This is an optimization exercise on Yosys and OpenROAD, whose aim is small area, not a production implementation.
The RTL was checked by simulation tests, not by an equivalence proof against the original design.
Power and IR drop assume default switching activity.

### flow/config.mk
export PLATFORM = sky130hd
export DESIGN_NAME = pwm3
export DESIGN_NICKNAME = pwm3
export VERILOG_FILES = /design/flow/design.v
export SDC_FILE = /design/flow/constraint.sdc
export NUM_CORES = 4
export LEC_CHECK = 0
export CAP_MARGIN = 20
export CORE_MARGIN = 2
export CORE_UTILIZATION = 40
export PLACE_DENSITY = 0.6
export SLEW_MARGIN = 20
### flow/constraint.sdc
create_clock -name core_clock -period 50.0 [get_ports {clk}]
set_input_delay 10.0000 -clock core_clock [delete_from_list [all_inputs] [get_ports {clk}]]
set_output_delay 10.0000 -clock core_clock [all_outputs]
set_load 0.01 [all_outputs]
### flow/design.v
module pwm_dither (
    input  wire        clk,
    input  wire        run,
    input  wire [14:0] half,       
    input  wire [3:0]  dither,     
    input  wire [3:0]  port_id,
    input  wire [5:0]  k,          
    input  wire        down,       
    input  wire        step,       
    output wire [15:0] hp_next     
);
    reg  [15:0] lfsr;
    reg  [12:0] range;             
    reg  [6:0]  rem;               
    reg  [13:0] r;                 
    reg         first;             
    wire [3:0]  idx = ~k[3:0];     
    wire [15:0] h16 = {1'b0, half};
    wire        hb  = h16[idx];
    wire        lb  = lfsr[idx];
    wire [7:0]  t     = {rem, 1'b0} + (hb ? {4'd0, dither} : 8'd0);
    wire        ge200 = (t >= 8'd200);
    wire        ge100 = (t >= 8'd100);
    wire [7:0]  t_red = ge200 ? t - 8'd200 : (ge100 ? t - 8'd100 : t);
    wire [14:0] t2    = {r, lb};
    wire [15:0] diff  = {1'b0, t2} - {2'b0, range, 1'b1};
    wire [13:0] r_stp = diff[15] ? t2[13:0] : diff[13:0];
    wire        r_en  = !down && (first ? (k[5:4] == 2'b01) : (k[5:4] == 2'b00));
    wire [13:0] r_d   = (!run || down) ? 14'd0 : (r_en ? r_stp : r);
    assign hp_next = h16 + {2'd0, r_d} - {3'd0, range};
    always @(posedge clk) begin
        r <= r_d;
        if (!run) begin
            lfsr  <= 16'hACE1 ^ {12'd0, port_id};
            range <= 13'd0;
            rem   <= 7'd0;
            first <= 1'b1;
        end else begin
            if (step)
                lfsr <= {lfsr[0] ^ lfsr[2] ^ lfsr[3] ^ lfsr[5], lfsr[15:1]};
            if (first && !down && k[5:4] == 2'b00) begin
                range <= {range[11:0] + {11'd0, ge200}, ge100 && !ge200};
                rem   <= t_red[6:0];
            end
            if (down)
                first <= 1'b0;
        end
    end
endmodule
module pwm_leg (
    input  wire        clk,
    input  wire        run,
    input  wire        ext,        
    input  wire        win,        
    input  wire        ld,         
    input  wire        fresh,      
    input  wire [15:0] count,
    input  wire [15:0] hp,         
    input  wire [15:0] duty,
    input  wire [10:0] dead,
    output wire        gate_h,
    output wire        gate_l
);
    reg  [15:0] d;                 
    reg  [15:0] acc;
    reg  [15:0] thr;
    wire [16:0] sum = {1'b0, acc} + (d[0] ? 17'd0 : {1'b0, hp});
    always @(posedge clk) begin
        d   <= ext ? duty : {1'b0, d[15:1]};
        acc <= ext ? hp : (win ? sum[16:1] : acc);
        if (!run)
            thr <= 16'hFFFF;
        else if (ld)
            thr <= acc;
    end
    wire        up = (count >= thr);
    reg         last_up;
    reg  [10:0] q;
    wire        qz   = (q == 11'd0);
    wire        same = !fresh && (up == last_up);
    always @(posedge clk) begin
        last_up <= up;
        q       <= !same ? dead : (qz ? q : q - 11'd1);
    end
    assign gate_h = !fresh && qz && last_up;
    assign gate_l = !fresh && qz && !last_up;
endmodule
module pwm3 (
    input  wire        clk,
    input  wire        rst,         
    input  wire        out_en,
    input  wire [3:0]  port_id,     
    input  wire [14:0] half,        
    input  wire [3:0]  dither,      
    input  wire [10:0] dead,        
    input  wire [15:0] duty_u,
    input  wire [15:0] duty_v,
    input  wire [15:0] duty_w,
    input  wire        trip_n,
    output wire        at_valley,
    output wire        at_peak,
    output wire [5:0]  gates,       
    output reg         hw_trip
);
    wire        run = out_en && !rst;
    reg  [15:0] count;             
    reg         down;              
    reg         ext;               
    reg  [15:0] hp;                
    reg  [5:0]  k;                 
    reg  [4:0]  trip_cnt;
    reg         fresh;             
    assign at_valley = run && ext && !down;
    assign at_peak   = run && ext && down;
    wire [15:0] count_inc = count + 16'd1;
    wire        last = down ? (count == 16'd1) : (count_inc == hp);
    wire [15:0] hp_next;
    pwm_dither u_dither (
        .clk(clk), .run(run), .half(half), .dither(dither), .port_id(port_id),
        .k(k), .down(down), .step(last && down), .hp_next(hp_next)
    );
    always @(posedge clk) begin
        if (!run) begin
            count <= 16'd0;
            down  <= 1'b0;
            ext   <= 1'b1;
            hp    <= {1'b0, half};
            k     <= 6'd0;
        end else begin
            count <= down ? count - 16'd1 : count_inc;
            ext   <= last;
            if (last) down <= !down;
            if (last && !down) hp <= hp_next;
            k     <= last ? 6'd0 : (k[5] ? k : k + 6'd1);
        end
    end
    always @(posedge clk) begin
        if (!run) begin
            trip_cnt <= 5'd0;
            hw_trip  <= 1'b0;
        end else begin
            trip_cnt <= trip_n ? 5'd0 : trip_cnt + 5'd1;
            if (!trip_n && trip_cnt == 5'd24)
                hw_trip <= 1'b1;
        end
        fresh <= !run || hw_trip;
    end
    wire win = (k[5:4] == 2'b00 && k[3:0] != 4'd0) || k == 6'd16;
    wire ld  = run && last;
    pwm_leg u_leg_u (.clk(clk), .run(run), .ext(ext), .win(win), .ld(ld), .fresh(fresh),
                     .count(count), .hp(hp), .duty(duty_u), .dead(dead),
                     .gate_h(gates[0]), .gate_l(gates[1]));
    pwm_leg u_leg_v (.clk(clk), .run(run), .ext(ext), .win(win), .ld(ld), .fresh(fresh),
                     .count(count), .hp(hp), .duty(duty_v), .dead(dead),
                     .gate_h(gates[2]), .gate_l(gates[3]));
    pwm_leg u_leg_w (.clk(clk), .run(run), .ext(ext), .win(win), .ld(ld), .fresh(fresh),
                     .count(count), .hp(hp), .duty(duty_w), .dead(dead),
                     .gate_h(gates[4]), .gate_l(gates[5]));
endmodule
### flow/run.sh
#!/bin/bash
# synth_recipe.tcl (not shown) runs the flow's synth.tcl, then flattens the netlist and writes it again
# the make line also repeats each setting of config.mk as NAME=value (left out here)
make -C /OpenROAD-flow-scripts/flow DESIGN_CONFIG=/design/flow/config.mk WORK_HOME=/design/flow/orfs CLKGATE_MAP_FILE= SYNTH_SCRIPT=/design/flow/synth_recipe.tcl finish
==> summary.txt <==
* Initial Utilization at 40.4%
* # resized after CTS at 0
* Worst-path clk slew at 0.06 ns
* Clock Sinks at 278
* Mean Syn Cell Area at 9.02 um^2
* Cells after DPL at 2685
* # nets final at 2362
* DR pass1 iterations at 5
* Setup crit start: out_en
* First-pass GRT wire length at 76500 um
* Crit-path slowest cell: nor2b_2
* FMAX at 0.0456 GHz
* Clock tree from TritonCTS: done
* Initial antenna violation count at 0
* Pwr/cell area at 29.6 mW/mm^2
* Max-cap viol count at 0
* Finished Core Util at 45.7%
* Reg2Reg Launch Point: k[3]$_SDFFE_PP0N_
* Fin crit share at 43.9%
* Overall global routing resource usage at 19.6%
* Cell count along the critical path at 4
* Pins Over Slew Limit at 0
* Setup TNS at 0 ns
* Routed Antenna Nets at 0
* H-Tree Level Count at 2
* Area of the core at 0.0465 mm^2
* Leak at 0.00899 uW
* FF-to-FF path depth at 20
* Worst Skew at 0.0300 ns
* Synth Register Bits at 278
* Crit path buffers/inverters at 2
* Actual slew at the worst max-slew pin at 0.953 ns
* Die width at 221 um
* Commonest cells after routing, fill and taps aside: nand2_1 (188), dfxtp_1 (170), ha_1 (143), inv_1 (131)
* Crit path launch type: primary input
* Final Instance Area at 0.0212 mm^2
* Cell chain of the critical path: clkdlybuf4s50_1 -> nor2b_2 -> and3_1 -> clkdlybuf4s50_1
* Root Driver: clkbuf_16
* Peak supply drop at 0.0284 mV
* Setup-failing EPs final at 0
* Count of input and output buffers at 94
* Net count after synthesis at 2327
* RSZ-0062 raised after global routing: false
* Residual DRC at 0
* Boundary Pins at 95
* Post-CTS setup buffer count at 0
* Most used cell, CP: clkdlybuf4s50_1
* GRT Residual Overflow at 0
* Placement Cell Area at 0.0201 mm^2
* Worst Setup End Kind: output pin
* CP delay by family, top: buffers and inverters
* WP data arrival at 11.93 ns
* Initial DRC Count at 813
* Hpwl dp at 34100 um
* Drt total wl at 47900 um
* Largest net degree at the start of global routing at 63
* Clock buffer depth at 3
* Num CTS Buffers at 35
* Area growth syn-to-layout at 13.3%
* Register area share after synthesis at 35.4%
* CP peak stage delay at 0.63 ns
* Yosys Warn Count at 3
* Die ar. at 0.0486 mm^2
* GPL Wtd Cong at 0.857
* Post-synthesis async set-or-reset flop share at 0%
* Critical Path RT at 40.00 ns
* Total number of vias at 15200
* Number of global-route vias before repair at 14800
* RR Endpoint: hp[14]$_DFFE_PP_
* Critical path peak fanout at 15
* Cts hold-fix bufs at 0
* WL per Instance at 17.4 um
* Synth Instances at 2080
* Worst Setup EP: at_peak
* FF-to-FF setup slack at 43.51 ns
* Slew margin rel. at 36.3%
* Fin cells at 2749
* Main synth FF type: dfxtp_1
* Commonest non-fill, non-tap cell in the layout: nand2_1
* Die height at 221 um
* Core Rows at 79
* Worst hold path type: register to register
* Vias/cell at 5.51
* Run status: timing/DRC/antenna clean
* Minimum clock period at 21.93 ns
* Post-synth EDFFs at 107
* Share of layout cells above drive strength 1 at 7.57%
* Endpoints failing hold at 0
* CP Class: primary input to output pin
* Post-Synthesis Cell Area at 0.0188 mm^2
* Distinct cells, synth at 83
* Skew-Pair Late Insertion Delay at 0.56 ns
## power breakdown
| group | total, uW | switching [uW] | internal, uW | leakage (uW) |
|---|---|---|---|---|
| Combinational | 111 | 58.8 | 51.7 | 0.00591 |
| Clock | 250 | 104 | 146 | 0.000561 |
| Sequential | 269 | 14.6 | 254 | 0.00252 |
| Total | 629 | 177 | 452 | 0.00899 |
## synth_stat cells (all sizes together), types with 45 or more instances
master / instances / area (um^2)
a21o: 45 / 338
a21oi: 117 / 586
clkbuf: 72 / 270
dfxtp: 171 / 3420
edfxtp: 107 / 3210
ha: 143 / 1790
inv: 131 / 492
mux2: 55 / 619
nand2: 188 / 706
nand3: 74 / 375
nor2: 117 / 442
nor2b: 61 / 382
nor3: 86 / 430
o21ai: 111 / 559
o22a: 49 / 429
xnor2: 77 / 674
xor2: 78 / 683
## layout make-up
cell class	instances	area, um^2
inverter	131	492
sequential	278	6640
clock buffer	46	990
clock inverter	17	144
timing repair buffer	111	1070
fill	4496	25200
antenna	1	2.50
multi-input combinational	1558	11100
tap	607	759
## sequential cells by signal, summed over array words and instances (netlist names), 13 cells and up
register and cells:
u_leg_v.acc 16, count 16, u_leg_v.thr 16, u_dither.lfsr 16, u_leg_v.d 16, u_dither.r 14, u_leg_w.thr 16, hp 16
u_leg_u.acc 16, u_dither.range 13, u_leg_w.d 16, u_leg_u.thr 16, u_leg_u.d 16, u_leg_w.acc 16
## worst register-to-register path, stage by stage, from the launching register on
cell and delay (ns):
dfxtp_1 0.75, mux4_2 0.60, o2111a_1 0.32, o21a_1 0.25, o21ai_2 0.26, a31oi_4 0.18, a41oi_2 0.44, mux2i_1 0.16
a211o_1 0.33, fa_1 0.51, inv_1 0.07, fa_1 0.46, a21o_1 0.21, a21oi_1 0.21, nor2b_1 0.08, o21a_1 0.19
o22a_1 0.21, a211oi_1 0.38, o21ai_0 0.27, a211o_1 0.35, o211ai_1 0.09
## layer usage
| metal | share of wire (%) | vias up | routed length (um) | GRT usage, % |
|---|---|---|---|---|
| li1 | - | 7536 | - | - |
| met1 | 45 | 7238 | 21500 | 25.1 |
| met2 | 48 | 309 | 23000 | 33.5 |
| met3 | 4.2 | 77 | 2000 | 3.31 |
| met4 | 2.8 | 0 | 1360 | 6.82 |
| met5 | 0 | - | 0 | 0 |
## kinds of logic after synthesis
kind of cell,count (synthesis),synth area share (%)
compound gates,472,17.0
xor+xnor,155,7.24
fa+ha+maj,161,11.5
buf+inv,244,5.39
flops,278,35.4
mux,81,5.09
simple gates,689,18.4
## per-stage QoR
stage | setup slack, ns | hold slack, ns | power, uW
after detailed placement | 28.05 | 0.441 | 383
after global placement | 28.04 | 0.437 | 380
final | 28.07 | 0.435 | 629
after floorplan | 29.20 | 0.434 | 350
after global routing | 27.95 | 0.459 | 659
after CTS | 28.04 | 0.434 | 637
## worst min-delay path by stage
stage,from,to,cells after the start
final,u_leg_u.d[3]$_DFF_P_,u_leg_u.d[2]$_DFF_P_,1
after global routing,u_leg_u.d[11]$_DFF_P_,u_leg_u.d[10]$_DFF_P_,1
after CTS,u_leg_u.d[3]$_DFF_P_,u_leg_u.d[2]$_DFF_P_,1
after detailed placement,u_leg_u.d[8]$_DFF_P_,u_leg_u.d[7]$_DFF_P_,1
after global placement,u_leg_u.d[15]$_SDFF_PN0_,u_leg_u.d[14]$_DFF_P_,1
after floorplan,u_leg_w.d[14]$_DFF_P_,u_leg_w.d[13]$_DFF_P_,1

## separate check: timing with driven ports
Ports are ideal in the flow. The routed layout listed here was re-timed in OpenROAD.
Step 1, drivers: a clkbuf_16 drives clk and a buf_2 each remaining input, both assumed.
Step 2 also shifts input and output timing later by t, the mid clock arrival at the registers, as if the neighbouring blocks saw the same clock.
Three values: ideal, step 1, step 2; two values: the first two.
t (ns): 0.602
setup WS [ns]: 28.070 / 28.047 / 28.047
worst setup path after step 2: input to output
cell pins on the clock port's net: 1
After both steps setup and hold are still met in this run. The setup slack of this run moves by -0.023 ns with the drivers and by -0.023 ns with both steps.
